This is an optimization exercise on Yosys and OpenROAD, whose aim is small area, a short achievable clock period and few clock cycles, not a production implementation.
In this exercise RTL edits were held to simulation tests only and were not proved equivalent to the original.

===== flow/run.sh =====
#!/bin/bash
# Layout flow: the standard flow (standard.sh: the standard synthesis and
# steps), with two changes to how the layout is made:
#  - the timing repair aims at a larger setup margin, so that the layout runs
#    at a shorter period than the 12 ns constraint requires;
#  - the port buffers that global placement inserts are buf_4 cells.
# The full make output goes to standard_flow.log; ORFS keeps each step's log
# under orfs/logs.
set -euo pipefail
bash standard.sh SETUP_SLACK_MARGIN=8 "BUFFER_PORTS_ARGS=-buffer_cell sky130_fd_sc_hd__buf_4" finish > standard_flow.log 2>&1

===== standard.sh =====
#!/bin/bash
# synth_recipe.tcl (not shown) runs the flow's synth.tcl, then flattens the netlist and writes it again
# the make line also repeats each setting of config.mk as NAME=value (left out here)
make -C /OpenROAD-flow-scripts/flow DESIGN_CONFIG=/design/flow/config.mk WORK_HOME=/design/flow/orfs CLKGATE_MAP_FILE= SYNTH_SCRIPT=/design/flow/synth_recipe.tcl "${@:-finish}"

===== config.mk =====
export PLATFORM = sky130hd
export DESIGN_NAME = grd_sha256
export DESIGN_NICKNAME = grd_sha256
export VERILOG_FILES = /design/flow/design.v
export SDC_FILE = /design/flow/constraint.sdc
export NUM_CORES = 4
export LEC_CHECK = 0
export CAP_MARGIN = 20
export CORE_MARGIN = 2
export CORE_UTILIZATION = 40
export PLACE_DENSITY = 0.6
export SLEW_MARGIN = 20

===== constraint.sdc =====
create_clock -name core_clock -period 12.0 [get_ports {clk}]
set_input_delay 2.4000 -clock core_clock [delete_from_list [all_inputs] [get_ports {clk}]]
set_output_delay 2.4000 -clock core_clock [all_outputs]
set_load 0.01 [all_outputs]

===== design.v =====
module grd_sha256 (
    input  wire         clk,
    input  wire         rst,         
    input  wire         in_valid,
    output wire         in_ready,
    input  wire [31:0]  in_word,
    output reg          out_valid,
    output wire [255:0] out_dig
);
    localparam [31:0] IV0 = 32'h6a09e667, IV1 = 32'hbb67ae85,
                      IV2 = 32'h3c6ef372, IV3 = 32'ha54ff53a,
                      IV4 = 32'h510e527f, IV5 = 32'h9b05688c,
                      IV6 = 32'h1f83d9ab, IV7 = 32'h5be0cd19;
    reg  [7:0]   n;
    reg  [3:0]   sc;      
    reg  [31:0]  a, b, c, d, e, f, g, h;
    reg  [511:0] wq;      
    reg  [31:0]  hkw;     
    reg  [31:0]  ps, pc;  
    reg  [31:0]  kreg;    
    reg  [31:0]  wnew;    
    reg  [31:0]  wr;      
    reg          vr;      
    wire [31:0] w [0:15];
    genvar gi;
    generate for (gi = 0; gi < 16; gi = gi + 1) begin : g_w
        assign w[gi] = wq[32*gi +: 32];
    end endgenerate
    reg  f_load, f_ffa, f_ffb, f_rot, f_wh, f_wsched;
    reg  f_lt15, f_last, f_n0;
    reg  [3:0] f_ffs;     
    reg  sz;              
    reg  stall, pass;
    wire take  = f_load & vr & sz;              
    wire ff    = f_ffa | f_ffb;
    assign in_ready = f_last | (f_load & ~vr) | (f_lt15 & take);
    wire acc = in_valid & in_ready;
    wire [7:0] n1   = (n == 8'd136) ? 8'd0 : n + 8'd1;
    wire [7:0] nn   = stall ? n : n1;           
    wire       vr_n = acc | (vr & ~take);
    wire [3:0] sc_n = (stall & ~f_n0) ? sc + 4'd1 : sc;    
    wire       load_n  = (nn < 8'd16);
    wire       n0_n    = (nn == 8'd0);
    wire       ffa_n   = (nn >= 8'd65) & (nn <= 8'd68);
    wire       ffb_n   = (nn >= 8'd133);
    wire       stall_n = load_n & ~(vr_n & (sc_n == 4'd0));
    always @(posedge clk) begin
        if (rst) begin
            n         <= 8'd0;
            sc        <= 4'd0;
            sz        <= 1'b1;
            out_valid <= 1'b0;
            vr        <= 1'b0;
            stall     <= 1'b1;
            pass      <= 1'b1;
            f_lt15    <= 1'b1;
            f_last    <= 1'b0;
            f_n0      <= 1'b1;
            f_load    <= 1'b1;
            f_ffa     <= 1'b0;
            f_ffs     <= 4'd0;
            f_ffb     <= 1'b0;
            f_rot     <= 1'b0;
            f_wh      <= 1'b0;
            f_wsched  <= 1'b1;
        end else begin
            out_valid <= f_last;
            vr        <= vr_n;
            sc        <= sc_n;
            sz        <= (sc_n == 4'd0);
            stall     <= stall_n;
            pass      <= stall_n | n0_n | ffa_n | ffb_n;
            n         <= nn;
            f_load    <= load_n;
            f_lt15    <= (nn < 8'd15);
            f_last    <= (nn == 8'd136);
            f_n0      <= n0_n;
            f_ffa     <= ffa_n;
            f_ffs     <= {nn == 8'd68, nn == 8'd67, nn == 8'd66, nn == 8'd65};
            f_ffb     <= ffb_n;
            f_rot     <= (nn >= 8'd70);
            f_wh      <= (nn >= 8'd66) & (nn <= 8'd69);
            f_wsched  <= (nn <= 8'd63);
        end
    end
    always @(posedge clk)
        if (in_ready)
            wr <= {in_word[7:0], in_word[15:8], in_word[23:16], in_word[31:24]};
    reg [31:0] rom_k, rom_kw;
    always @(*) begin
        case (nn[5:0])
            6'd0: rom_k = 32'h9e6afcb1;
            6'd1: rom_k = 32'h71374491;
            6'd2: rom_k = 32'hb5c0fbcf;
            6'd3: rom_k = 32'he9b5dba5;
            6'd4: rom_k = 32'h3956c25b;
            6'd5: rom_k = 32'h59f111f1;
            6'd6: rom_k = 32'h923f82a4;
            6'd7: rom_k = 32'hab1c5ed5;
            6'd8: rom_k = 32'hd807aa98;
            6'd9: rom_k = 32'h12835b01;
            6'd10: rom_k = 32'h243185be;
            6'd11: rom_k = 32'h550c7dc3;
            6'd12: rom_k = 32'h72be5d74;
            6'd13: rom_k = 32'h80deb1fe;
            6'd14: rom_k = 32'h9bdc06a7;
            6'd15: rom_k = 32'hc19bf174;
            6'd16: rom_k = 32'he49b69c1;
            6'd17: rom_k = 32'hefbe4786;
            6'd18: rom_k = 32'h0fc19dc6;
            6'd19: rom_k = 32'h240ca1cc;
            6'd20: rom_k = 32'h2de92c6f;
            6'd21: rom_k = 32'h4a7484aa;
            6'd22: rom_k = 32'h5cb0a9dc;
            6'd23: rom_k = 32'h76f988da;
            6'd24: rom_k = 32'h983e5152;
            6'd25: rom_k = 32'ha831c66d;
            6'd26: rom_k = 32'hb00327c8;
            6'd27: rom_k = 32'hbf597fc7;
            6'd28: rom_k = 32'hc6e00bf3;
            6'd29: rom_k = 32'hd5a79147;
            6'd30: rom_k = 32'h06ca6351;
            6'd31: rom_k = 32'h14292967;
            6'd32: rom_k = 32'h27b70a85;
            6'd33: rom_k = 32'h2e1b2138;
            6'd34: rom_k = 32'h4d2c6dfc;
            6'd35: rom_k = 32'h53380d13;
            6'd36: rom_k = 32'h650a7354;
            6'd37: rom_k = 32'h766a0abb;
            6'd38: rom_k = 32'h81c2c92e;
            6'd39: rom_k = 32'h92722c85;
            6'd40: rom_k = 32'ha2bfe8a1;
            6'd41: rom_k = 32'ha81a664b;
            6'd42: rom_k = 32'hc24b8b70;
            6'd43: rom_k = 32'hc76c51a3;
            6'd44: rom_k = 32'hd192e819;
            6'd45: rom_k = 32'hd6990624;
            6'd46: rom_k = 32'hf40e3585;
            6'd47: rom_k = 32'h106aa070;
            6'd48: rom_k = 32'h19a4c116;
            6'd49: rom_k = 32'h1e376c08;
            6'd50: rom_k = 32'h2748774c;
            6'd51: rom_k = 32'h34b0bcb5;
            6'd52: rom_k = 32'h391c0cb3;
            6'd53: rom_k = 32'h4ed8aa4a;
            6'd54: rom_k = 32'h5b9cca4f;
            6'd55: rom_k = 32'h682e6ff3;
            6'd56: rom_k = 32'h748f82ee;
            6'd57: rom_k = 32'h78a5636f;
            6'd58: rom_k = 32'h84c87814;
            6'd59: rom_k = 32'h8cc70208;
            6'd60: rom_k = 32'h90befffa;
            6'd61: rom_k = 32'ha4506ceb;
            6'd62: rom_k = 32'hbef9a3f7;
            6'd63: rom_k = 32'hc67178f2;
        endcase
    end
    always @(*) begin
        case (nn[5:0])
            6'd4: rom_kw = 32'hc28a2f98;
            6'd5: rom_kw = 32'h71374491;
            6'd6: rom_kw = 32'hb5c0fbcf;
            6'd7: rom_kw = 32'he9b5dba5;
            6'd8: rom_kw = 32'h3956c25b;
            6'd9: rom_kw = 32'h59f111f1;
            6'd10: rom_kw = 32'h923f82a4;
            6'd11: rom_kw = 32'hab1c5ed5;
            6'd12: rom_kw = 32'hd807aa98;
            6'd13: rom_kw = 32'h12835b01;
            6'd14: rom_kw = 32'h243185be;
            6'd15: rom_kw = 32'h550c7dc3;
            6'd16: rom_kw = 32'h72be5d74;
            6'd17: rom_kw = 32'h80deb1fe;
            6'd18: rom_kw = 32'h9bdc06a7;
            6'd19: rom_kw = 32'hc19bf374;
            6'd20: rom_kw = 32'h649b69c1;
            6'd21: rom_kw = 32'hf0fe4786;
            6'd22: rom_kw = 32'h0fe1edc6;
            6'd23: rom_kw = 32'h240cf254;
            6'd24: rom_kw = 32'h4fe9346f;
            6'd25: rom_kw = 32'h6cc984be;
            6'd26: rom_kw = 32'h61b9411e;
            6'd27: rom_kw = 32'h16f988fa;
            6'd28: rom_kw = 32'hf2c65152;
            6'd29: rom_kw = 32'ha88e5a6d;
            6'd30: rom_kw = 32'hb019fc65;
            6'd31: rom_kw = 32'hb9d99ec7;
            6'd32: rom_kw = 32'h9a1231c3;
            6'd33: rom_kw = 32'he70eeaa0;
            6'd34: rom_kw = 32'hfdb1232b;
            6'd35: rom_kw = 32'hc7353eb0;
            6'd36: rom_kw = 32'h3069bad5;
            6'd37: rom_kw = 32'hcb976d5f;
            6'd38: rom_kw = 32'h5a0f118f;
            6'd39: rom_kw = 32'hdc1eeefd;
            6'd40: rom_kw = 32'h0a35b689;
            6'd41: rom_kw = 32'hde0b7a04;
            6'd42: rom_kw = 32'h58f4ca9d;
            6'd43: rom_kw = 32'he15d5b16;
            6'd44: rom_kw = 32'h007f3e86;
            6'd45: rom_kw = 32'h37088980;
            6'd46: rom_kw = 32'ha507ea32;
            6'd47: rom_kw = 32'h6fab9537;
            6'd48: rom_kw = 32'h17406110;
            6'd49: rom_kw = 32'h0d8cd6f1;
            6'd50: rom_kw = 32'hcdaa3b6d;
            6'd51: rom_kw = 32'hc0bbbe37;
            6'd52: rom_kw = 32'h83613bda;
            6'd53: rom_kw = 32'hdb48a363;
            6'd54: rom_kw = 32'h0b02e931;
            6'd55: rom_kw = 32'h6fd15ca7;
            6'd56: rom_kw = 32'h521afaca;
            6'd57: rom_kw = 32'h31338431;
            6'd58: rom_kw = 32'h6ed41a95;
            6'd59: rom_kw = 32'h6d437890;
            6'd60: rom_kw = 32'hc39c91f2;
            6'd61: rom_kw = 32'h9eccabbd;
            6'd62: rom_kw = 32'hb5c9a0e6;
            6'd63: rom_kw = 32'h532fb63c;
            6'd0: rom_kw = 32'hd2c741c6;
            6'd1: rom_kw = 32'h07237ea3;
            6'd2: rom_kw = 32'ha4954b68;
            6'd3: rom_kw = 32'h4c191d76;
        endcase
    end
    always @(posedge clk)
        kreg <= (nn >= 8'd64) ? rom_kw : rom_k;
    wire [31:0] ivx = ({32{f_ffs[0]}} & IV3) | ({32{f_ffs[1]}} & IV2) |
                      ({32{f_ffs[2]}} & IV1) | ({32{f_ffs[3]}} & IV0);
    wire [31:0] ivy = ({32{f_ffs[0]}} & IV7) | ({32{f_ffs[1]}} & IV6) |
                      ({32{f_ffs[2]}} & IV5) | ({32{f_ffs[3]}} & IV4);
    function [63:0] csa(input [31:0] x, input [31:0] y, input [31:0] z);
        reg [31:0] s, cy;
        begin
            s  = x ^ y ^ z;
            cy = ((x & y) | (x & z) | (y & z)) << 1;
            csa = {cy, s};
        end
    endfunction
    function [31:0] add(input [31:0] x, input [31:0] y);
        reg [31:0] g, p, gn, pn;
        integer k, i, j;
        begin
            g = x & y;
            p = x ^ y;
            for (k = 0; k < 5; k = k + 1) begin
                gn = g; pn = p;
                for (i = 0; i < 32; i = i + 1)
                    if ((i >> k) & 1) begin
                        j = ((i >> k) << k) - 1;
                        gn[i] = g[i] | (p[i] & g[j]);
                        pn[i] = p[i] & p[j];
                    end
                g = gn; p = pn;
            end
            add = x ^ y ^ {g[30:0], 1'b0};
        end
    endfunction
    wire [31:0] ss0  = {w[2][6:0], w[2][31:7]} ^ {w[2][17:0], w[2][31:18]} ^ (w[2] >> 3);
    wire [31:0] ss1  = {w[15][16:0], w[15][31:17]} ^ {w[15][18:0], w[15][31:19]} ^ (w[15] >> 10);
    wire [63:0] ws1  = csa(w[1], w[10], ss0);
    wire [63:0] ws2  = csa(ws1[31:0], ws1[63:32], ss1);
    always @(posedge clk)
        wnew <= add(ws2[31:0], ws2[63:32]);
    wire [31:0] hh   = f_n0 ? 32'd0 : g;
    wire [31:0] wop  = f_load ? wr : f_wsched ? wnew : 32'd0;
    wire [63:0] hs1  = csa(hh, kreg, wop);
    wire [31:0] hkw_n = add(hs1[31:0], hs1[63:32]);
    wire [31:0] s0   = {a[1:0], a[31:2]} ^ {a[12:0], a[31:13]} ^ {a[21:0], a[31:22]};
    wire [31:0] maj  = (a & b) ^ (a & c) ^ (b & c);
    wire [63:0] es2  = csa(ps, pc, d);
    wire [63:0] as2  = csa(ps, pc, maj);
    wire [63:0] as3  = csa(as2[31:0], as2[63:32], s0);
    wire [31:0] ffx  = f_ffb ? w[13] : ivx;
    wire [31:0] ffy  = f_ffb ? w[5]  : ivy;
    wire [31:0] xa   = f_n0 ? IV0 : stall ? 32'd0 : ffx;
    wire [31:0] ya   = f_n0 ? 32'd0 : d;
    wire [31:0] xe   = f_n0 ? IV4 : stall ? 32'd0 : ffy;
    wire [31:0] ye   = f_n0 ? 32'd0 : h;
    wire [31:0] e_new = pass ? add(xe, ye) : add(es2[31:0], es2[63:32]);
    wire [31:0] a_new = add(pass ? xa : as3[31:0], pass ? ya : as3[63:32]);
    wire [31:0] hkw_nx = stall ? hkw : hkw_n;
    wire [31:0] f_nx   = f_n0 ? IV5 : e;
    wire [31:0] g_nx   = f_n0 ? IV6 : f;
    wire [31:0] s1_nx  = {e_new[5:0], e_new[31:6]} ^ {e_new[10:0], e_new[31:11]} ^ {e_new[24:0], e_new[31:25]};
    wire [31:0] ch_nx  = (e_new & f_nx) ^ (~e_new & g_nx);
    wire [63:0] p_nx   = csa(hkw_nx, s1_nx, ch_nx);
    always @(posedge clk) begin
        ps <= p_nx[31:0];
        pc <= p_nx[63:32];
    end
    always @(posedge clk) begin
        a <= a_new;
        e <= e_new;
        if (f_n0) begin
            b <= IV1; c <= IV2; d <= IV3;
            f <= IV5; g <= IV6; h <= IV7;
        end else begin
            b <= a; c <= b; d <= c;
            f <= e; g <= f; h <= g;
        end
    end
    always @(posedge clk)
        hkw <= hkw_nx;
    always @(posedge clk) begin
        wq[223:0]   <= wq[255:32];
        wq[255:224] <= f_wh ? e : w[8];
        wq[479:256] <= wq[511:288];
        wq[511:480] <= ((f_load & ~take) | f_rot) ? w[0] :
                       f_load ? wr : f_wsched ? wnew : a;
    end
    function [31:0] bswap(input [31:0] x);
        bswap = {x[7:0], x[15:8], x[23:16], x[31:24]};
    endfunction
    assign out_dig = {bswap(h), bswap(g), bswap(f), bswap(e),
                      bswap(d), bswap(c), bswap(b), bswap(a)};
endmodule

==> results of run 1 <==
cell families (layout without fill, tap and decap cells):
| family | Yosys count | after routing | share of synthesized area |
|---|---|---|---|
| buf+inv | 594 | 1123 | 0.05034 |
| simple gates | 1034 | 1036 | 0.1114 |
| flops | 988 | 988 | 0.4446 |
| fa+ha+maj | 421 | 421 | 0.1551 |
| xor+xnor | 386 | 386 | 0.07478 |
| compound gates | 1003 | 1003 | 0.1408 |
| mux | 89 | 89 | 0.02302 |
| other cells | 0 | 3 | 0 |
cell usage in the layout (no fill, tap or decap), drive strengths merged, types with 71 or more instances in the layout:
| cell | instances |
|---|---|
| dfxtp | 956 |
| clkbuf | 134 |
| a21oi | 247 |
| inv | 352 |
| nor2 | 223 |
| fa | 235 |
| ha | 178 |
| xnor2 | 256 |
| or2 | 109 |
| nor2b | 150 |
| buf | 578 |
| o21ai | 275 |
| nand3 | 77 |
| a31oi | 71 |
| xor2 | 130 |
| nand2 | 302 |
stage by stage:
step | hold slack, ns | instances
3_3_place_gp | 0.3096 | 6150
2_1_floorplan | 0.3096 | 4515
3_5_place_dp | 0.3121 | 6151
6_report | 0.2791 | 6549
4_1_cts | 0.2684 | 6489
5_1_grt | 0.2775 | 6546
cell usage after synthesis, types with 24 or more instances:
cell type	count
sky130_fd_sc_hd__a211oi_1	30
sky130_fd_sc_hd__a21o_1	68
sky130_fd_sc_hd__a21oi_1	242
sky130_fd_sc_hd__a22oi_1	42
sky130_fd_sc_hd__a311oi_1	24
sky130_fd_sc_hd__a31oi_1	70
sky130_fd_sc_hd__buf_2	37
sky130_fd_sc_hd__clkbuf_1	187
sky130_fd_sc_hd__dfxtp_1	956
sky130_fd_sc_hd__edfxtp_1	32
sky130_fd_sc_hd__fa_1	235
sky130_fd_sc_hd__ha_1	178
sky130_fd_sc_hd__inv_1	346
sky130_fd_sc_hd__mux2_2	69
sky130_fd_sc_hd__nand2_1	302
sky130_fd_sc_hd__nand2b_1	42
sky130_fd_sc_hd__nand3_1	77
sky130_fd_sc_hd__nor2_1	222
sky130_fd_sc_hd__nor2b_1	147
sky130_fd_sc_hd__nor3_1	58
sky130_fd_sc_hd__o211ai_1	61
sky130_fd_sc_hd__o21a_1	26
sky130_fd_sc_hd__o21ai_0	253
sky130_fd_sc_hd__o22ai_1	25
sky130_fd_sc_hd__or2_2	109
sky130_fd_sc_hd__xnor2_1	256
sky130_fd_sc_hd__xor2_1	130
flip-flops by register name, summed over array words and instances, names as in the netlist, 4 cells and up:
signal  cells
wq        512
a          32
b          32
c          32
d          32
e          32
f          32
g          32
h          32
hkw        32
kreg       32
ps         32
wnew       32
wr         32
pc         31
n           8
f_ffs       4
sc          4
worst register-to-register path: cells and delay by family (launching register included):
kind	cells	cell delay [ns]
buffers and inverters	7	0.92
AO/OA/AOI/OAI	7	1.17
flip-flops	1	0.42
AND/OR/NAND/NOR	1	0.29
multiplexers	2	0.51
XOR/XNOR	1	0.19
adder cells (fa/ha/maj)	2	0.86
path summary, 6_finish.rpt:
| check | startpoint | to | slack, ns | cells past startpoint |
|---|---|---|---|---|
| min reg2reg | wq[216] | wq[184] | 0.28 | 0 |
| max reg2reg | f_n0 | ps[27] | 7.53 | 20 |
| min | wq[216] | wq[184] | 0.28 | 0 |
| max | f_n0 | ps[27] | 7.53 | 20 |
timing repair:
action / 4_1_cts / 5_1_grt
buffers inserted: 139 / 57
resized for setup: 509 / 274
gates cloned: 11 / 0
hold buffers: 0 / 0
endpoints found under the setup margin: 198 / 113
pin swaps: 138 / 168
area by class of cell:
| class | count | area, µm² |
|---|---|---|
| well taps | 1500 | 1877 |
| diodes | 3 | 7.507 |
| repair buffers | 587 | 5329 |
| multi-input cells | 2935 | 26080 |
| clock buffers | 131 | 2793 |
| fillers | 9981 | 53870 |
| clock inverters | 57 | 817.0 |
| flip-flops and latches | 988 | 20260 |
| inverters | 348 | 1316 |
layer usage:
| metal | track usage | routed length, µm |
|---|---|---|
| met1 | 0.4424 | 79520 |
| met2 | 0.5319 | 90380 |
| met5 | 0 | 48 |
| met4 | 0.1973 | 14590 |
| met3 | 0.07507 | 20370 |
==> flow_results.xml, run 1 <==
<?xml version="1.0" encoding="UTF-8"?>
<metrics>
  <group name="outcome">
    <metric name="result_of_the_run" unit="">timing/DRC/antenna clean</metric>
  </group>
  <group name="setup_path">
    <metric name="cp_slowest_stage_delay" unit="ns">0.52</metric>
    <metric name="cp_max_fanout" unit="">10</metric>
    <metric name="path_common_cell" unit="">sky130_fd_sc_hd__buf_6</metric>
    <metric name="crit_buf_inv" unit="">7</metric>
    <metric name="path_delay_family" unit="">compound AO/OA/AOI/OAI gates</metric>
    <metric name="start_kind" unit="">flop</metric>
    <metric name="crit_arrival" unit="ns">5.07</metric>
    <metric name="critical_path.cell_chain" unit="">buf_16 -&gt; or2_4 -&gt; buf_4 -&gt; a21oi_4 -&gt; ha_2 -&gt; a21o_1 -&gt; a21o_1 -&gt; a21oi_4 -&gt; o21ai_4 -&gt; a31oi_4 -&gt; buf_4 -&gt; buf_6 -&gt; buf_6 -&gt; buf_6 -&gt; o31ai_4 -&gt; xnor2_2 -&gt; mux2i_4 -&gt; buf_12 -&gt; mux2_4 -&gt; fa_2</metric>
    <metric name="worstSetupEndpointType" unit="">flop</metric>
    <metric name="crit_slowest_cell" unit="">sky130_fd_sc_hd__fa_2</metric>
    <metric name="worst_ep_required_time" unit="ns">12.59</metric>
    <metric name="critPathKind" unit="">reg2reg</metric>
  </group>
  <group name="final_layout">
    <metric name="nets" unit="">5408</metric>
    <metric name="finalCoreUtilization" unit="">0.5205</metric>
    <metric name="fraction_of_final_layout_cells_sized_beyond_drive_strength_1" unit="">0.2921</metric>
    <metric name="final_area" unit="µm²">58480</metric>
    <metric name="areaGrowthSynthToFinish" unit="%">29.34</metric>
  </group>
  <group name="global_routing">
    <metric name="grt.total_usage" unit="">0.3431</metric>
    <metric name="grt_pass1_wl" unit="µm">279500</metric>
    <metric name="first_global_vias" unit="">35611</metric>
    <metric name="antenna_found_initial" unit="">19</metric>
    <metric name="overflow" unit="">0</metric>
    <metric name="grt_max_degree" unit="">110</metric>
  </group>
  <group name="yosys">
    <metric name="yosysSeqAreaShare" unit="">0.4446</metric>
    <metric name="mappedNetlistArea" unit="µm²">45210</metric>
    <metric name="synth_area_leaders" unit="">sky130_fd_sc_hd__dfxtp_1, sky130_fd_sc_hd__fa_1, sky130_fd_sc_hd__xnor2_1, sky130_fd_sc_hd__ha_1, sky130_fd_sc_hd__inv_1</metric>
    <metric name="ffs_latches_synth" unit="">988</metric>
    <metric name="synth_top_area_cell" unit="">sky130_fd_sc_hd__dfxtp_1</metric>
    <metric name="synthDistinctLibCells" unit="">90</metric>
    <metric name="synth_top_cell_area_share" unit="">0.4233</metric>
    <metric name="synth_enable_flop_cells" unit="">32</metric>
    <metric name="synth_warnings" unit="">1</metric>
    <metric name="yosys_most_used_dff" unit="">sky130_fd_sc_hd__dfxtp_1</metric>
    <metric name="synth-async-reset-ratio" unit="">0</metric>
    <metric name="syn-instance-count" unit="">4515</metric>
    <metric name="post_synthesis_net_count" unit="">4963</metric>
    <metric name="postSynthAreaPerCell" unit="µm²">10.01</metric>
  </group>
  <group name="placed_design">
    <metric name="placement.io_buffers" unit="">292</metric>
    <metric name="routabilityCongestion" unit="">1.056</metric>
    <metric name="preCtsSetupSlack" unit="ns">6.606</metric>
    <metric name="dpl-instance-area" unit="µm²">49290</metric>
    <metric name="dp_hpwl" unit="µm">151700</metric>
  </group>
  <group name="cts">
    <metric name="clock_latency" unit="ns">0.73</metric>
    <metric name="tritoncts_num_sinks" unit="">988</metric>
    <metric name="cts.reportedPaths.clkPinSlew" unit="ns">0.07</metric>
    <metric name="clock_tree_from_tritoncts" unit="">built</metric>
    <metric name="cts_max_path_buffers" unit="">3</metric>
    <metric name="cts_buffer_count" unit="">100</metric>
    <metric name="htree_num_levels" unit="">3</metric>
    <metric name="clock-root-buffer" unit="">sky130_fd_sc_hd__clkbuf_16</metric>
  </group>
  <group name="job">
    <metric name="max_cap_viol_count" unit="">0</metric>
  </group>
  <group name="timing">
    <metric name="fmax" unit="MHz">223.5</metric>
    <metric name="rsz0062_at_grt" unit="">yes</metric>
    <metric name="setup_tns_final" unit="ns">0</metric>
    <metric name="tightestPinTransition" unit="ns">1.126</metric>
    <metric name="clock_skews" unit="ns">0.08460</metric>
    <metric name="finalWorstSetupSlack" unit="ns">7.526</metric>
    <metric name="timing.final.hold_violations" unit="">0</metric>
    <metric name="layout_worst_path_cycle_share" unit="">0.3728</metric>
    <metric name="finalMaxSlewViolations" unit="">0</metric>
    <metric name="timing.final.setup_violations" unit="">0</metric>
    <metric name="max_slew_headroom_at_the_worst_pin" unit="">0.2417</metric>
    <metric name="timing.final.crit_period" unit="ns">4.474</metric>
  </group>
  <group name="detailed_routing">
    <metric name="avgRoutedWirePerCell" unit="µm">31.29</metric>
    <metric name="drc_violation_total_after_the_first_tritonroute_iteration" unit="">4696</metric>
    <metric name="post_detailed_route_drc_marker_count" unit="">0</metric>
    <metric name="drtAntennaViolNets" unit="">0</metric>
    <metric name="drt_first_pass_iters" unit="">9</metric>
    <metric name="routed_via_count_divided_by_cell_count" unit="">5.727</metric>
    <metric name="vias" unit="">37503</metric>
    <metric name="final_routed_wirelength" unit="µm">204900</metric>
  </group>
  <group name="die">
    <metric name="die_h" unit="µm">340.2</metric>
    <metric name="initial_utilization" unit="">0.4024</metric>
    <metric name="design.portCount" unit="">293</metric>
    <metric name="die-width" unit="µm">340.2</metric>
    <metric name="die_area" unit="µm²">115700</metric>
    <metric name="core_area" unit="µm²">112300</metric>
    <metric name="core.rowCount" unit="">123</metric>
  </group>
  <group name="min_path">
    <metric name="min_delay_worst_type" unit="">reg2reg</metric>
  </group>
</metrics>
Testbench counts, summed over its fixed seeds: cycles 82,212.
==> run 2: changes to the inputs <==
==> flow/run.sh (replaced) <==
#!/bin/bash
# Layout flow: the standard flow (standard.sh: ORFS's synthesis and
# steps), with these changes to how the layout is made:
#  - the timing repair aims at a larger setup margin (8 ns), for the 5% worst
#    endpoints, so that the layout runs at a shorter period than the 12 ns
#    constraint requires;
#  - ABC maps with its area script;
#  - the port buffers that global placement inserts are buf_2 cells;
#  - a denser floorplan (55% core utilisation, placement density 0.7).
# The full make output goes to standard_flow.log; ORFS keeps each step's log
# under orfs/logs.
set -euo pipefail
bash standard.sh SETUP_SLACK_MARGIN=8 TNS_END_PERCENT=5 ABC_AREA=1 \
  CORE_UTILIZATION=55 PLACE_DENSITY=0.7 \
  "BUFFER_PORTS_ARGS=-buffer_cell sky130_fd_sc_hd__buf_2" \
  finish > standard_flow.log 2>&1
==> run 2 against run 1 <==
Worst setup slack improved by 0.24 ns. Cell area decreased by 7.6%. Non-clock buffer count decreased by 161. Clock skew decreased by 0.0040 ns. Global-route usage increased by 17 points. Highest routed layer unchanged. Area after synthesis increased by 1.1%. Critical path depth decreased by 5. Final cell count increased by 5.6%. Still clean.
==> flow_results.xml, run 2 <==
<?xml version="1.0" encoding="UTF-8"?>
<metrics>
  <group name="global_routing">
    <metric name="grt_pass1_wl" unit="µm">303000</metric>
    <metric name="antenna_found_initial" unit="">31</metric>
    <metric name="grt.total_usage" unit="">0.5118</metric>
    <metric name="first_global_vias" unit="">40150</metric>
    <metric name="grt_max_degree" unit="">65</metric>
    <metric name="overflow" unit="">0</metric>
  </group>
  <group name="yosys">
    <metric name="ffs_latches_synth" unit="">988</metric>
    <metric name="yosysSeqAreaShare" unit="">0.4397</metric>
    <metric name="yosysMostFrequentCell" unit="">sky130_fd_sc_hd__nand2_1</metric>
    <metric name="postSynthAreaPerCell" unit="µm²">8.436</metric>
    <metric name="mappedNetlistArea" unit="µm²">45710</metric>
    <metric name="synth_top_cells_by_count" unit="">sky130_fd_sc_hd__nand2_1, sky130_fd_sc_hd__dfxtp_1, sky130_fd_sc_hd__inv_1</metric>
    <metric name="yosys_most_used_dff" unit="">sky130_fd_sc_hd__dfxtp_1</metric>
    <metric name="synth_area_leaders" unit="">sky130_fd_sc_hd__dfxtp_1, sky130_fd_sc_hd__fa_1, sky130_fd_sc_hd__nand2_1, sky130_fd_sc_hd__inv_1, sky130_fd_sc_hd__ha_1</metric>
    <metric name="synthDistinctLibCells" unit="">54</metric>
    <metric name="synth_top_area_cell" unit="">sky130_fd_sc_hd__dfxtp_1</metric>
    <metric name="syn-instance-count" unit="">5418</metric>
    <metric name="synth_warnings" unit="">1</metric>
    <metric name="synth_enable_flop_cells" unit="">32</metric>
    <metric name="post_synthesis_net_count" unit="">5866</metric>
    <metric name="synth_top_cell_area_share" unit="">0.4187</metric>
    <metric name="synth-async-reset-ratio" unit="">0</metric>
  </group>
  <group name="die">
    <metric name="die_h" unit="µm">292.3</metric>
    <metric name="core_area" unit="µm²">82240</metric>
    <metric name="core.rowCount" unit="">105</metric>
    <metric name="die_area" unit="µm²">85430</metric>
    <metric name="design.portCount" unit="">293</metric>
    <metric name="initial_utilization" unit="">0.5558</metric>
    <metric name="die-width" unit="µm">292.3</metric>
  </group>
  <group name="final_layout">
    <metric name="layout.filler_cells" unit="">6367</metric>
    <metric name="final_cell_mix" unit="">sky130_fd_sc_hd__nand2_1, sky130_fd_sc_hd__dfxtp_1, sky130_fd_sc_hd__inv_1, sky130_fd_sc_hd__nand3_1, sky130_fd_sc_hd__nor2_1</metric>
    <metric name="mostFrequentLayoutCell" unit="">sky130_fd_sc_hd__nand2_1</metric>
    <metric name="final-seq-area" unit="µm²">20190</metric>
    <metric name="areaGrowthSynthToFinish" unit="%">18.16</metric>
    <metric name="multi_input_area" unit="µm²">22950</metric>
    <metric name="nets" unit="">6199</metric>
    <metric name="fraction_of_final_layout_cells_sized_beyond_drive_strength_1" unit="">0.1557</metric>
    <metric name="largest_register_ff_count" unit="">512</metric>
    <metric name="final_cell_count_no_fill" unit="">6914</metric>
    <metric name="register_with_the_most_flip_flops" unit="">wq</metric>
  </group>
  <group name="setup_path">
    <metric name="critPathKind" unit="">reg2reg</metric>
    <metric name="cp_max_fanout" unit="">13</metric>
    <metric name="cp_slowest_stage_delay" unit="ns">0.58</metric>
    <metric name="crit_slowest_cell" unit="">sky130_fd_sc_hd__a32oi_1</metric>
    <metric name="crit_arrival" unit="ns">4.77</metric>
    <metric name="path_common_cell" unit="">sky130_fd_sc_hd__nand2_1</metric>
    <metric name="critical_path.cell_chain" unit="">inv_1 -&gt; ha_1 -&gt; o21ai_4 -&gt; inv_1 -&gt; ha_1 -&gt; inv_1 -&gt; nand2_1 -&gt; nand2_2 -&gt; inv_2 -&gt; nand2_1 -&gt; nand2_1 -&gt; a32oi_1 -&gt; nand2_1 -&gt; nand2_1 -&gt; nand2_1</metric>
    <metric name="worstSetupEndpointType" unit="">flop</metric>
    <metric name="crit_buf_inv" unit="">4</metric>
    <metric name="worst_ep_required_time" unit="ns">12.54</metric>
    <metric name="path_delay_family" unit="">simple AND/OR/NAND/NOR gates</metric>
    <metric name="start_kind" unit="">flop</metric>
  </group>
  <group name="timing">
    <metric name="finalMaxSlewViolations" unit="">0</metric>
    <metric name="timing.final.hold_violations" unit="">0</metric>
    <metric name="fmax" unit="MHz">236.2</metric>
    <metric name="rsz0062_at_grt" unit="">yes</metric>
    <metric name="setup_tns_final" unit="ns">0</metric>
    <metric name="tightestPinTransition" unit="ns">1.235</metric>
    <metric name="timing.final.crit_period" unit="ns">4.234</metric>
    <metric name="timing.final.setup_violations" unit="">0</metric>
    <metric name="max_slew_headroom_at_the_worst_pin" unit="">0.1681</metric>
    <metric name="layout_worst_path_cycle_share" unit="">0.3528</metric>
    <metric name="clock_skews" unit="ns">0.08062</metric>
  </group>
  <group name="detailed_routing">
    <metric name="avgRoutedWirePerCell" unit="µm">32.94</metric>
    <metric name="vias" unit="">43222</metric>
    <metric name="drc_violation_total_after_the_first_tritonroute_iteration" unit="">7389</metric>
    <metric name="drtAntennaViolNets" unit="">0</metric>
    <metric name="final_routed_wirelength" unit="µm">227700</metric>
    <metric name="routed_via_count_divided_by_cell_count" unit="">6.251</metric>
    <metric name="drt_first_pass_iters" unit="">10</metric>
    <metric name="post_detailed_route_drc_marker_count" unit="">0</metric>
  </group>
  <group name="placed_design">
    <metric name="dp_hpwl" unit="µm">169500</metric>
    <metric name="dp_cells" unit="">6636</metric>
    <metric name="placement.io_buffers" unit="">292</metric>
    <metric name="routabilityCongestion" unit="">1.158</metric>
  </group>
  <group name="outcome">
    <metric name="result_of_the_run" unit="">timing/DRC/antenna clean</metric>
  </group>
  <group name="cts">
    <metric name="cts_max_path_buffers" unit="">3</metric>
    <metric name="clock-root-buffer" unit="">sky130_fd_sc_hd__clkbuf_16</metric>
    <metric name="cts_hold_repair.buffers" unit="">0</metric>
    <metric name="cts.reportedPaths.clkPinSlew" unit="ns">0.07</metric>
    <metric name="htree_num_levels" unit="">3</metric>
    <metric name="cts_buffer_count" unit="">95</metric>
    <metric name="clock_latency" unit="ns">0.73</metric>
    <metric name="clock_tree_from_tritoncts" unit="">built</metric>
    <metric name="tritoncts_num_sinks" unit="">988</metric>
  </group>
  <group name="job">
    <metric name="max_cap_viol_count" unit="">0</metric>
  </group>
  <group name="min_path">
    <metric name="min_delay_worst_type" unit="">reg2reg</metric>
  </group>
</metrics>
[run 2: cells by family (layout without fill, tap and decap cells)]
logic type	after synthesis	in the layout	share of synthesized area
AND/OR/NAND/NOR	2082	2082	0.1883
flip-flops	988	988	0.4397
buffers and inverters	983	1397	0.08270
AO/OA/AOI/OAI	666	666	0.08237
adder cells (fa/ha/maj)	413	413	0.1517
XOR/XNOR	277	277	0.05308
multiplexers	9	9	0.002190
other	0	12	0
[run 2: layout make-up]
| cell class | count | area share |
|---|---|---|
| Clock buffer | 119 | 0.04867 |
| Sequential cell | 988 | 0.3738 |
| Timing Repair inverter | 1 | 0.0002085 |
| Timing Repair Buffer | 426 | 0.05391 |
| Inverter | 792 | 0.05644 |
| Clock inverter | 59 | 0.01668 |
| Antenna cell | 12 | 0.0005560 |
| Tap cell | 1070 | 0.02479 |
| Multi-Input combinational cell | 3447 | 0.4249 |
[run 2: through the flow]
stage                     hold slack (ns)    util  area, µm²  setup WS (ns)
final                              0.2822  0.6567      54010          7.766
after global routing               0.2821  0.6564      53980          7.744
after CTS                          0.2719  0.6436      52930          7.872
after detailed placement           0.3121  0.5854      48150          6.555
after global placement             0.3095  0.5853      48140          6.561
after floorplan                    0.3096       -      45740          7.948
[run 2: worst paths after layout]
kind / from / endpoint / slack [ns] / cells after the start
hold reg to reg: wq[390] / wq[358] / 0.28 / 0
setup reg to reg: n[1] / kreg[14] / 7.77 / 15
setup / recovery: n[1] / kreg[14] / 7.77 / 15
hold / removal: wq[390] / wq[358] / 0.28 / 0
[run 2: layer usage]
layer  wire length [µm]  track usage  part of all wire  up-vias
met4              16800       0.2892             0.074       36
li1                   -            -                 -    17713
met3              42830       0.2865              0.19      999
met2              86030       0.6723              0.38     3959
met5                295     0.009075            0.0013        -
met1              81780       0.6535              0.36    20515
[run 2: what timing repair did]
| item | 4_1_cts | 5_1_grt |
|---|---|---|
| pin swaps | 39 | 47 |
| gates resized for setup | 220 | 157 |
| setup buffers | 31 | 47 |
| setup endpoints to repair | 194 | 140 |
| gates cloned | 6 | 4 |
==> run 3: changes to the inputs <==
--- a/design.v
+++ b/design.v
@@ -17,3 +17,2 @@
     reg  [511:0] wq;      
-    reg  [31:0]  hkw;     
     reg  [31:0]  ps, pc;  
@@ -29,3 +28,3 @@
     reg  f_load, f_ffa, f_ffb, f_rot, f_wh, f_wsched;
-    reg  f_lt15, f_last, f_n0;
+    reg  f_last, f_n0;
     reg  [3:0] f_ffs;     
@@ -33,9 +32,10 @@
     reg  stall, pass;
+    reg  rdy;             
     wire take  = f_load & vr & sz;              
     wire ff    = f_ffa | f_ffb;
-    assign in_ready = f_last | (f_load & ~vr) | (f_lt15 & take);
-    wire acc = in_valid & in_ready;
+    assign in_ready = rdy;
+    wire acc = in_valid & rdy;
     wire [7:0] n1   = (n == 8'd136) ? 8'd0 : n + 8'd1;
     wire [7:0] nn   = stall ? n : n1;           
-    wire       vr_n = acc | (vr & ~take);
+    wire       vr_n = acc;                   
     wire [3:0] sc_n = (stall & ~f_n0) ? sc + 4'd1 : sc;    
@@ -46,2 +46,4 @@
     wire       stall_n = load_n & ~(vr_n & (sc_n == 4'd0));
+    wire [7:0] nn2  = stall_n ? nn : (nn == 8'd136) ? 8'd0 : nn + 8'd1;
+    wire [3:0] sc2  = (stall_n & ~n0_n) ? sc_n + 4'd1 : sc_n;
     always @(posedge clk) begin
@@ -55,3 +57,3 @@
             pass      <= 1'b1;
-            f_lt15    <= 1'b1;
+            rdy       <= 1'b1;
             f_last    <= 1'b0;
@@ -72,5 +74,5 @@
             pass      <= stall_n | n0_n | ffa_n | ffb_n;
+            rdy       <= (nn2 < 8'd16) & (sc2 == 4'd0);
             n         <= nn;
             f_load    <= load_n;
-            f_lt15    <= (nn < 8'd15);
             f_last    <= (nn == 8'd136);
@@ -86,4 +88,3 @@
     always @(posedge clk)
-        if (in_ready)
-            wr <= {in_word[7:0], in_word[15:8], in_word[23:16], in_word[31:24]};
+        wr <= {in_word[7:0], in_word[15:8], in_word[23:16], in_word[31:24]};
     reg [31:0] rom_k, rom_kw;
@@ -281,3 +282,2 @@
     wire [31:0] a_new = add(pass ? xa : as3[31:0], pass ? ya : as3[63:32]);
-    wire [31:0] hkw_nx = stall ? hkw : hkw_n;
     wire [31:0] f_nx   = f_n0 ? IV5 : e;
@@ -286,7 +286,8 @@
     wire [31:0] ch_nx  = (e_new & f_nx) ^ (~e_new & g_nx);
-    wire [63:0] p_nx   = csa(hkw_nx, s1_nx, ch_nx);
-    always @(posedge clk) begin
-        ps <= p_nx[31:0];
-        pc <= p_nx[63:32];
-    end
+    wire [63:0] p_nx   = csa(hkw_n, s1_nx, ch_nx);
+    always @(posedge clk)
+        if (!stall) begin
+            ps <= p_nx[31:0];
+            pc <= p_nx[63:32];
+        end
     always @(posedge clk) begin
@@ -302,4 +303,2 @@
     end
-    always @(posedge clk)
-        hkw <= hkw_nx;
     always @(posedge clk) begin
==> run 3 against run 2 <==
Non-clock buffer count fell by 9. Still clean. Register-to-register slack worse by 0.08 ns. Area after synthesis down 1.3%. Worst hold slack better by 0.033 ns. Synthesized cell count decreased by 3.5%. Critical path type unchanged. Sequential share of layout area is 0.22 points higher. Die area shrank 1.3%. Clock-buffer cell count fell by 2. Flip-flop and latch count fell by 32.
==> flow_results.xml, run 3 <==
<?xml version="1.0" encoding="UTF-8"?>
<metrics>
  <group name="outcome">
    <metric name="result_of_the_run" unit="">timing/DRC/antenna clean</metric>
  </group>
  <group name="timing">
    <metric name="setup_tns_final" unit="ns">0</metric>
    <metric name="rsz0062_at_grt" unit="">yes</metric>
    <metric name="finalMaxSlewViolations" unit="">0</metric>
    <metric name="timing.final.hold_violations" unit="">0</metric>
    <metric name="timing.final.crit_period" unit="ns">4.314</metric>
    <metric name="layout_worst_path_cycle_share" unit="">0.3595</metric>
    <metric name="timing.final.setup_violations" unit="">0</metric>
    <metric name="fmax" unit="MHz">231.8</metric>
    <metric name="clock_skews" unit="ns">0.03699</metric>
    <metric name="tightestPinTransition" unit="ns">1.258</metric>
    <metric name="finalWorstSetupSlack" unit="ns">7.686</metric>
    <metric name="max_slew_headroom_at_the_worst_pin" unit="">0.1616</metric>
  </group>
  <group name="die">
    <metric name="die_h" unit="µm">290.4</metric>
    <metric name="die-width" unit="µm">290.4</metric>
    <metric name="initial_utilization" unit="">0.5530</metric>
    <metric name="core_area" unit="µm²">81580</metric>
    <metric name="design.portCount" unit="">293</metric>
    <metric name="core.rowCount" unit="">105</metric>
    <metric name="die_area" unit="µm²">84340</metric>
  </group>
  <group name="yosys">
    <metric name="syn-instance-count" unit="">5229</metric>
    <metric name="ffs_latches_synth" unit="">956</metric>
    <metric name="synth_top_cells_by_count" unit="">sky130_fd_sc_hd__nand2_1, sky130_fd_sc_hd__dfxtp_1, sky130_fd_sc_hd__inv_1</metric>
    <metric name="post_synthesis_net_count" unit="">5679</metric>
    <metric name="yosysMostFrequentCell" unit="">sky130_fd_sc_hd__nand2_1</metric>
    <metric name="yosysSeqAreaShare" unit="">0.4382</metric>
    <metric name="yosys_most_used_dff" unit="">sky130_fd_sc_hd__dfxtp_1</metric>
    <metric name="synthDistinctLibCells" unit="">54</metric>
    <metric name="synth_top_cell_area_share" unit="">0.3962</metric>
    <metric name="synth_warnings" unit="">1</metric>
    <metric name="synth_top_area_cell" unit="">sky130_fd_sc_hd__dfxtp_1</metric>
    <metric name="mappedNetlistArea" unit="µm²">45120</metric>
    <metric name="synth_area_leaders" unit="">sky130_fd_sc_hd__dfxtp_1, sky130_fd_sc_hd__fa_1, sky130_fd_sc_hd__nand2_1, sky130_fd_sc_hd__inv_1, sky130_fd_sc_hd__ha_1</metric>
    <metric name="synth_enable_flop_cells" unit="">63</metric>
    <metric name="synth-async-reset-ratio" unit="">0</metric>
    <metric name="postSynthAreaPerCell" unit="µm²">8.628</metric>
  </group>
  <group name="final_layout">
    <metric name="register_with_the_most_flip_flops" unit="">wq</metric>
    <metric name="fraction_of_final_layout_cells_sized_beyond_drive_strength_1" unit="">0.1592</metric>
    <metric name="layout.filler_cells" unit="">6174</metric>
    <metric name="final_cell_mix" unit="">sky130_fd_sc_hd__nand2_1, sky130_fd_sc_hd__dfxtp_1, sky130_fd_sc_hd__inv_1, sky130_fd_sc_hd__nor2_1, sky130_fd_sc_hd__buf_2</metric>
    <metric name="largest_register_ff_count" unit="">512</metric>
    <metric name="nets" unit="">6010</metric>
    <metric name="mostFrequentLayoutCell" unit="">sky130_fd_sc_hd__nand2_1</metric>
    <metric name="areaGrowthSynthToFinish" unit="%">17.11</metric>
  </group>
  <group name="cts">
    <metric name="clock_latency" unit="ns">0.69</metric>
    <metric name="htree_num_levels" unit="">3</metric>
    <metric name="clock-root-buffer" unit="">sky130_fd_sc_hd__clkbuf_16</metric>
    <metric name="clock_tree_from_tritoncts" unit="">built</metric>
    <metric name="cts_buffer_count" unit="">91</metric>
    <metric name="tritoncts_num_sinks" unit="">956</metric>
    <metric name="cts_max_path_buffers" unit="">3</metric>
    <metric name="cts.reportedPaths.clkPinSlew" unit="ns">0.07</metric>
    <metric name="cts_hold_repair.buffers" unit="">0</metric>
  </group>
  <group name="min_path">
    <metric name="min_delay_worst_endpoint" unit="">wq[190]</metric>
    <metric name="hold_crit_start" unit="">wq[222]</metric>
    <metric name="hold_path_depth" unit="">0</metric>
    <metric name="min_delay_worst_type" unit="">reg2reg</metric>
  </group>
  <group name="placed_design">
    <metric name="preCtsSetupSlack" unit="ns">6.432</metric>
    <metric name="dp_hpwl" unit="µm">166200</metric>
    <metric name="routabilityCongestion" unit="">1.202</metric>
    <metric name="placement.io_buffers" unit="">292</metric>
  </group>
  <group name="global_routing">
    <metric name="grt_max_degree" unit="">81</metric>
    <metric name="grt_pass1_wl" unit="µm">307100</metric>
    <metric name="groute.layer.met1.usage" unit="">0.5943</metric>
    <metric name="grt.total_usage" unit="">0.5208</metric>
    <metric name="grt_util_met2" unit="">0.7577</metric>
    <metric name="first_global_vias" unit="">40202</metric>
    <metric name="antenna_found_initial" unit="">31</metric>
    <metric name="overflow" unit="">0</metric>
    <metric name="global_route.usage.met3" unit="">0.1828</metric>
    <metric name="busiest_layer" unit="">met2</metric>
  </group>
  <group name="detailed_routing">
    <metric name="post_detailed_route_drc_marker_count" unit="">0</metric>
    <metric name="final_routed_wirelength" unit="µm">228000</metric>
    <metric name="routed_via_count_divided_by_cell_count" unit="">6.337</metric>
    <metric name="drtAntennaViolNets" unit="">0</metric>
    <metric name="avgRoutedWirePerCell" unit="µm">33.92</metric>
    <metric name="drc_violation_total_after_the_first_tritonroute_iteration" unit="">6675</metric>
    <metric name="vias" unit="">42605</metric>
    <metric name="drt_first_pass_iters" unit="">10</metric>
  </group>
  <group name="setup_path">
    <metric name="critPathLaunch" unit="">wq[76]</metric>
    <metric name="cp_max_fanout" unit="">4</metric>
    <metric name="worstSetupEndpointType" unit="">flop</metric>
    <metric name="reg2reg_from" unit="">wq[76]</metric>
    <metric name="critPathKind" unit="">reg2reg</metric>
    <metric name="worst_ep_required_time" unit="ns">12.52</metric>
    <metric name="worst-r2r-cell-count" unit="">17</metric>
    <metric name="crit_arrival" unit="ns">4.84</metric>
    <metric name="start_kind" unit="">flop</metric>
    <metric name="rr_endpoint" unit="">wnew[19]</metric>
    <metric name="r2r_setup_slack" unit="ns">7.69</metric>
  </group>
  <group name="job">
    <metric name="max_cap_viol_count" unit="">0</metric>
  </group>
</metrics>
## run 3: per-layer routing
metal  vias to the layer above  part of all wire
met5                         -           0.00071
met4                        22              0.12
met3                      1352              0.14
met2                      4115              0.41
met1                     19934              0.32
li1                      17182                 -
## run 3: worst max-delay path, cell delays in order (launching register included)
cell and delay (ns):
sky130_fd_sc_hd__dfxtp_2 0.37, sky130_fd_sc_hd__xnor2_1 0.30, sky130_fd_sc_hd__xor2_1 0.31, sky130_fd_sc_hd__fa_1 0.51, sky130_fd_sc_hd__fa_1 0.50, sky130_fd_sc_hd__inv_1 0.06
sky130_fd_sc_hd__ha_1 0.41, sky130_fd_sc_hd__a21oi_2 0.27, sky130_fd_sc_hd__a21oi_2 0.10, sky130_fd_sc_hd__nor2_2 0.21, sky130_fd_sc_hd__inv_2 0.07, sky130_fd_sc_hd__a21oi_4 0.20
sky130_fd_sc_hd__inv_1 0.10, sky130_fd_sc_hd__nand2_2 0.09, sky130_fd_sc_hd__nand2_4 0.08, sky130_fd_sc_hd__nand2_1 0.07, sky130_fd_sc_hd__nand2_1 0.06, sky130_fd_sc_hd__xor2_1 0.44
## run 3: logic make-up (layout without fill, tap and decap cells)
logic type               count (synthesis)  count (layout)  synth area share
other                                    0              18                 0
XOR/XNOR                               315             315           0.06165
AND/OR/NAND/NOR                       1839            1839            0.1679
multiplexers                            10              10          0.002496
buffers and inverters                  942            1348           0.08098
AO/OA/AOI/OAI                          752             752           0.09457
adder cells (fa/ha/maj)                415             415            0.1542
flip-flops                             956             956            0.4382
## run 3: timing repair
item,in CTS,in global routing
cloned,5,2
gates resized for setup,187,154
setup endpoints to repair,166,138
buffers inserted,46,27
pin swaps,36,40
## run 3: metrics by stage
stage          cell area (µm²)  hold slack [ns]  utilization  cells
3_3_place_gp             47540           0.3096       0.5828   6455
5_1_grt                  52790           0.3142       0.6471   6706
6_report                 52830           0.3148       0.6476   6723
2_1_floorplan            45210           0.3096            -   5229
3_5_place_dp             47550           0.3121       0.5829   6456
4_1_cts                  51970           0.3069       0.6370   6675
## run 3: worst max path at each step
stage	end	slack, ns	cells past startpoint
final	wnew[19]	7.69	17
after global routing	wnew[17]	7.72	16
after global placement	ps[29]	6.48	19
after CTS	ps[1]	7.82	15
after floorplan	a[17]	8.00	17
after detailed placement	ps[29]	6.43	19
## run 3: final cells by class
class / instances / area (µm²) / area share
multi-input combinational: 3331 / 22730 / 0.4302
timing repair buffer: 417 / 2756 / 0.05217
inverter: 761 / 2900 / 0.05489
timing repair inverter: 2 / 10.01 / 0.0001895
tap: 1070 / 1339 / 0.02534
clock inverter: 51 / 629.4 / 0.01191
clock buffer: 117 / 2557 / 0.04841
antenna: 18 / 45.04 / 0.0008525
sequential: 956 / 19870 / 0.3760
Testbench counts of run 3, summed over its fixed seeds: cycles 82,212.
==> run 4: changes to the inputs <==
--- a/design.v
+++ b/design.v
@@ -14,5 +14,5 @@
     reg  [7:0]   n;
-    reg  [3:0]   sc;      
+    reg  [5:0]   sc;      
     reg  [31:0]  a, b, c, d, e, f, g, h;
-    reg  [511:0] wq;      
+    reg  [479:0] wq;      
     reg  [31:0]  ps, pc;  
@@ -20,10 +20,9 @@
     reg  [31:0]  wnew;    
-    reg  [31:0]  wr;      
     reg          vr;      
-    wire [31:0] w [0:15];
+    wire [31:0] w [1:15];
     genvar gi;
-    generate for (gi = 0; gi < 16; gi = gi + 1) begin : g_w
-        assign w[gi] = wq[32*gi +: 32];
+    generate for (gi = 1; gi < 16; gi = gi + 1) begin : g_w
+        assign w[gi] = wq[32*(gi-1) +: 32];
     end endgenerate
-    reg  f_load, f_ffa, f_ffb, f_rot, f_wh, f_wsched;
+    reg  f_load, f_ffa, f_ffb, f_rot, f_wh, f_wsched, f_wins;
     reg  f_last, f_n0;
@@ -40,3 +39,6 @@
     wire       vr_n = acc;                   
-    wire [3:0] sc_n = (stall & ~f_n0) ? sc + 4'd1 : sc;    
+    function [5:0] inc60(input [5:0] x);
+        inc60 = (x == 6'd59) ? 6'd0 : x + 6'd1;
+    endfunction
+    wire [5:0] sc_n = (stall & ~f_n0) ? inc60(sc) : sc;    
     wire       load_n  = (nn < 8'd16);
@@ -45,5 +47,5 @@
     wire       ffb_n   = (nn >= 8'd133);
-    wire       stall_n = load_n & ~(vr_n & (sc_n == 4'd0));
+    wire       stall_n = load_n & ~(vr_n & (sc_n == 6'd0));
     wire [7:0] nn2  = stall_n ? nn : (nn == 8'd136) ? 8'd0 : nn + 8'd1;
-    wire [3:0] sc2  = (stall_n & ~n0_n) ? sc_n + 4'd1 : sc_n;
+    wire [5:0] sc2  = (stall_n & ~n0_n) ? inc60(sc_n) : sc_n;
     always @(posedge clk) begin
@@ -51,3 +53,3 @@
             n         <= 8'd0;
-            sc        <= 4'd0;
+            sc        <= 6'd0;
             sz        <= 1'b1;
@@ -67,2 +69,3 @@
             f_wsched  <= 1'b1;
+            f_wins    <= 1'b0;
         end else begin
@@ -71,6 +74,6 @@
             sc        <= sc_n;
-            sz        <= (sc_n == 4'd0);
+            sz        <= (sc_n == 6'd0);
             stall     <= stall_n;
             pass      <= stall_n | n0_n | ffa_n | ffb_n;
-            rdy       <= (nn2 < 8'd16) & (sc2 == 4'd0);
+            rdy       <= (nn2 < 8'd16) & (sc2 == 6'd0);
             n         <= nn;
@@ -85,6 +88,5 @@
             f_wsched  <= (nn <= 8'd63);
+            f_wins    <= (nn >= 8'd15) & (nn <= 8'd62);
         end
     end
-    always @(posedge clk)
-        wr <= {in_word[7:0], in_word[15:8], in_word[23:16], in_word[31:24]};
     reg [31:0] rom_k, rom_kw;
@@ -266,3 +268,3 @@
     wire [31:0] hh   = f_n0 ? 32'd0 : g;
-    wire [31:0] wop  = f_load ? wr : f_wsched ? wnew : 32'd0;
+    wire [31:0] wop  = f_wsched ? w[15] : 32'd0;
     wire [63:0] hs1  = csa(hh, kreg, wop);
@@ -274,4 +276,4 @@
     wire [63:0] as3  = csa(as2[31:0], as2[63:32], s0);
-    wire [31:0] ffx  = f_ffb ? w[13] : ivx;
-    wire [31:0] ffy  = f_ffb ? w[5]  : ivy;
+    wire [31:0] ffx  = f_ffb ? w[9] : ivx;
+    wire [31:0] ffy  = f_ffb ? w[1] : ivy;
     wire [31:0] xa   = f_n0 ? IV0 : stall ? 32'd0 : ffx;
@@ -304,7 +306,7 @@
     always @(posedge clk) begin
-        wq[223:0]   <= wq[255:32];
-        wq[255:224] <= f_wh ? e : w[8];
-        wq[479:256] <= wq[511:288];
-        wq[511:480] <= ((f_load & ~take) | f_rot) ? w[0] :
-                       f_load ? wr : f_wsched ? wnew : a;
+        wq[191:0]   <= wq[223:32];
+        wq[223:192] <= f_wh ? e : w[8];
+        wq[447:224] <= wq[479:256];
+        wq[479:448] <= acc ? {in_word[7:0], in_word[15:8], in_word[23:16], in_word[31:24]} :
+                       (f_rot | load_n) ? w[1] : f_wins ? wnew : a;
     end
==> run 4 against run 3 <==
Still clean. Maximum frequency decreased by 0.83%. Core utilization increased by 0.55 points. Non-clock buffer count rose by 4. Die area decreased by 2.2%. Final cell count rose by 0.15%. Sequential share of layout area is 1.7 points lower. Synthesized cell count up 0.17%. Critical path depth unchanged. Worst setup slack got worse by 0.036 ns. Area after synthesis shrank 2.2%. Critical endpoint is now kreg[18]. Highest routed layer unchanged.
==> flow_results.xml, run 4 <==
<?xml version="1.0" encoding="UTF-8"?>
<metrics>
  <group name="outcome">
    <metric name="result_of_the_run" unit="">timing/DRC/antenna clean</metric>
  </group>
  <group name="cts">
    <metric name="htree_num_levels" unit="">3</metric>
    <metric name="cts.reportedPaths.clkPinSlew" unit="ns">0.06</metric>
    <metric name="clock_latency" unit="ns">0.70</metric>
    <metric name="tritoncts_num_sinks" unit="">892</metric>
    <metric name="cts_max_path_buffers" unit="">3</metric>
    <metric name="cts_hold_repair.buffers" unit="">0</metric>
    <metric name="clock_tree_from_tritoncts" unit="">built</metric>
    <metric name="clock-root-buffer" unit="">sky130_fd_sc_hd__clkbuf_16</metric>
    <metric name="cts_buffer_count" unit="">86</metric>
  </group>
  <group name="global_routing">
    <metric name="first_global_vias" unit="">40202</metric>
    <metric name="grt.total_usage" unit="">0.5248</metric>
    <metric name="overflow" unit="">0</metric>
    <metric name="antenna_found_initial" unit="">27</metric>
    <metric name="grt_max_degree" unit="">65</metric>
    <metric name="grt_pass1_wl" unit="µm">299700</metric>
  </group>
  <group name="die">
    <metric name="core.rowCount" unit="">103</metric>
    <metric name="core_area" unit="µm²">79260</metric>
    <metric name="die_h" unit="µm">287.2</metric>
    <metric name="initial_utilization" unit="">0.5567</metric>
    <metric name="die-width" unit="µm">287.2</metric>
    <metric name="design.portCount" unit="">293</metric>
    <metric name="die_area" unit="µm²">82510</metric>
  </group>
  <group name="yosys">
    <metric name="synth_warnings" unit="">1</metric>
    <metric name="yosysSeqAreaShare" unit="">0.4190</metric>
    <metric name="ffs_latches_synth" unit="">892</metric>
    <metric name="post_synthesis_net_count" unit="">5688</metric>
    <metric name="postSynthAreaPerCell" unit="µm²">8.424</metric>
    <metric name="yosysMostFrequentCell" unit="">sky130_fd_sc_hd__nand2_1</metric>
    <metric name="yosys_most_used_dff" unit="">sky130_fd_sc_hd__dfxtp_1</metric>
    <metric name="synth_top_area_cell" unit="">sky130_fd_sc_hd__dfxtp_1</metric>
    <metric name="synth-async-reset-ratio" unit="">0</metric>
    <metric name="synthDistinctLibCells" unit="">56</metric>
    <metric name="synth_enable_flop_cells" unit="">63</metric>
    <metric name="syn-instance-count" unit="">5238</metric>
    <metric name="mappedNetlistArea" unit="µm²">44130</metric>
    <metric name="synth_area_leaders" unit="">sky130_fd_sc_hd__dfxtp_1, sky130_fd_sc_hd__fa_1, sky130_fd_sc_hd__nand2_1, sky130_fd_sc_hd__inv_1, sky130_fd_sc_hd__ha_1</metric>
    <metric name="synth_top_cells_by_count" unit="">sky130_fd_sc_hd__nand2_1, sky130_fd_sc_hd__dfxtp_1, sky130_fd_sc_hd__inv_1</metric>
    <metric name="synth_top_cell_area_share" unit="">0.3761</metric>
  </group>
  <group name="timing">
    <metric name="layout_worst_path_cycle_share" unit="">0.3625</metric>
    <metric name="clock_skews" unit="ns">0.07383</metric>
    <metric name="timing.final.setup_violations" unit="">0</metric>
    <metric name="timing.final.hold_violations" unit="">0</metric>
    <metric name="max_slew_headroom_at_the_worst_pin" unit="">0.1617</metric>
    <metric name="finalMaxSlewViolations" unit="">0</metric>
    <metric name="rsz0062_at_grt" unit="">yes</metric>
    <metric name="setup_tns_final" unit="ns">0</metric>
    <metric name="fmax" unit="MHz">229.9</metric>
    <metric name="tightestPinTransition" unit="ns">1.244</metric>
    <metric name="timing.final.crit_period" unit="ns">4.350</metric>
  </group>
  <group name="final_layout">
    <metric name="register_with_the_most_flip_flops" unit="">wq</metric>
    <metric name="finalCoreUtilization" unit="">0.6531</metric>
    <metric name="areaGrowthSynthToFinish" unit="%">17.31</metric>
    <metric name="largest_register_ff_count" unit="">480</metric>
    <metric name="nets" unit="">6043</metric>
    <metric name="mostFrequentLayoutCell" unit="">sky130_fd_sc_hd__nand2_1</metric>
    <metric name="final_cell_mix" unit="">sky130_fd_sc_hd__nand2_1, sky130_fd_sc_hd__dfxtp_1, sky130_fd_sc_hd__inv_1, sky130_fd_sc_hd__nor2_1, sky130_fd_sc_hd__buf_2</metric>
    <metric name="fraction_of_final_layout_cells_sized_beyond_drive_strength_1" unit="">0.1549</metric>
  </group>
  <group name="detailed_routing">
    <metric name="final_routed_wirelength" unit="µm">222200</metric>
    <metric name="vias" unit="">42014</metric>
    <metric name="drt_first_pass_iters" unit="">9</metric>
    <metric name="avgRoutedWirePerCell" unit="µm">33.01</metric>
    <metric name="drtAntennaViolNets" unit="">0</metric>
    <metric name="drc_violation_total_after_the_first_tritonroute_iteration" unit="">5945</metric>
    <metric name="post_detailed_route_drc_marker_count" unit="">0</metric>
    <metric name="routed_via_count_divided_by_cell_count" unit="">6.240</metric>
  </group>
  <group name="placed_design">
    <metric name="dp_hpwl" unit="µm">168200</metric>
    <metric name="placement.io_buffers" unit="">292</metric>
    <metric name="routabilityCongestion" unit="">1.148</metric>
  </group>
  <group name="setup_path">
    <metric name="worst_ep_required_time" unit="ns">12.49</metric>
    <metric name="cp_max_fanout" unit="">43</metric>
    <metric name="worstSetupEndpointType" unit="">flop</metric>
    <metric name="crit_arrival" unit="ns">4.84</metric>
    <metric name="start_kind" unit="">flop</metric>
    <metric name="critPathKind" unit="">reg2reg</metric>
  </group>
  <group name="job">
    <metric name="max_cap_viol_count" unit="">0</metric>
  </group>
  <group name="min_path">
    <metric name="min_delay_worst_type" unit="">reg2reg</metric>
  </group>
</metrics>
==> run 4: final timing paths <==
check                from  endpoint  slack [ns]  cells past startpoint
setup / recovery    stall  kreg[18]        7.65                     17
hold / removal    wq[410]   wq[378]        0.29                      0
setup reg to reg    stall  kreg[18]        7.65                     17
hold reg to reg   wq[410]   wq[378]        0.29                      0
==> run 4: timing repair <==
item / CTS / global route
endpoints found under the setup margin: 164 / 155
buffers inserted: 45 / 33
pin swaps: 33 / 30
resized for setup: 183 / 155
gates cloned: 4 / 1
==> run 4: area by class of cell <==
| class | count | area, µm² |
|---|---|---|
| Antenna cell | 21 | 52.55 |
| Clock buffer | 120 | 2545 |
| Clock inverter | 37 | 508.0 |
| Fill cell | 6170 | 27500 |
| Inverter | 795 | 3070 |
| Multi-Input combinational cell | 3395 | 22960 |
| Sequential cell | 892 | 18590 |
| Tap cell | 1050 | 1314 |
| Timing Repair Buffer | 421 | 2703 |
| Timing Repair inverter | 2 | 16.27 |
==> run 4: worst max-delay path, stage by stage (launching register included) <==
cell and delay (ns):
sky130_fd_sc_hd__dfxtp_2 0.34, sky130_fd_sc_hd__inv_2 0.24, sky130_fd_sc_hd__buf_4 0.36, sky130_fd_sc_hd__nand3_1 0.19, sky130_fd_sc_hd__nand2_1 0.13, sky130_fd_sc_hd__inv_2 0.04, sky130_fd_sc_hd__nand2_1 0.16, sky130_fd_sc_hd__buf_6 0.43
sky130_fd_sc_hd__nand2_1 0.10, sky130_fd_sc_hd__buf_4 0.22, sky130_fd_sc_hd__nand2_1 0.50, sky130_fd_sc_hd__nor2_1 0.26, sky130_fd_sc_hd__a21oi_1 0.59, sky130_fd_sc_hd__o21ai_1 0.20, sky130_fd_sc_hd__nand2_1 0.13, sky130_fd_sc_hd__nand2_1 0.06
sky130_fd_sc_hd__nand2_1 0.06, sky130_fd_sc_hd__nand2_1 0.16
==> run 4: per-stage QoR <==
stage	hold WS [ns]	std cells	cell area (µm²)	worst slack, ns
after global placement	0.3096	6472	46640	6.746
final	0.2906	6733	51760	7.650
after floorplan	0.3096	5238	44170	7.948
after detailed placement	0.3121	6472	46640	6.603
after global routing	0.3023	6716	51720	7.607
after CTS	0.2905	6678	50800	7.806
==> run 4: kinds of logic after synthesis <==
kind of cell	Yosys count	share of synthesized area
and+or+nand+nor	1889	0.1766
buffers and inverters	951	0.08263
DFF	892	0.4190
AOI/OAI and AO/OA	775	0.1009
adders and majority gates	415	0.1577
xor gates and xnor gates	310	0.06170
muxes	6	0.001531
==> run 4: per-layer routing <==
metal | vias to the layer above | track usage | wire (µm)
li1 | 17337 | - | -
met1 | 19817 | 0.5930 | 73100
met2 | 3655 | 0.7645 | 91830
met3 | 1191 | 0.1840 | 29470
met4 | 14 | 0.5113 | 27640
met5 | - | 0 | 193
Testbench counts of run 4, summed over its fixed seeds: cycles 82,212.

port drivers added, routing unchanged:
The results above use ideal ports. As a check the final layouts listed here were re-extracted and re-timed, cells and wires unchanged.
Step 1 sets driving cells, clkbuf_16 on the clock port and buf_2 on the other inputs (assumed; they add their load-dependent delay and slew).
Step 2, shift: input delay + t, output delay - t, t = (earliest + latest rising clock arrival at the registers) / 2. This alone moves slack from input paths to output paths.
a / b / c = no drivers / after step 1 / after step 2; a / b = the first two.
| run | t (ns) | setup WS [ns] | worst setup path after step 2 |
|---|---|---|---|
| run 1 | 0.760 | 7.526 / 7.526 / 7.526 | register to register |
| run 2 | 0.768 | 7.766 / 7.766 / 7.766 | register to register |
| run 3 | 0.738 | 7.686 / 7.673 / 7.686 | register to register |
| run 4 | 0.732 | 7.650 / 7.650 / 7.272 | input to register |
After both steps setup and hold are still met in every run listed. The setup slack of run 4, which loses most, moves by 0.000 ns with the drivers and by -0.378 ns with both steps.
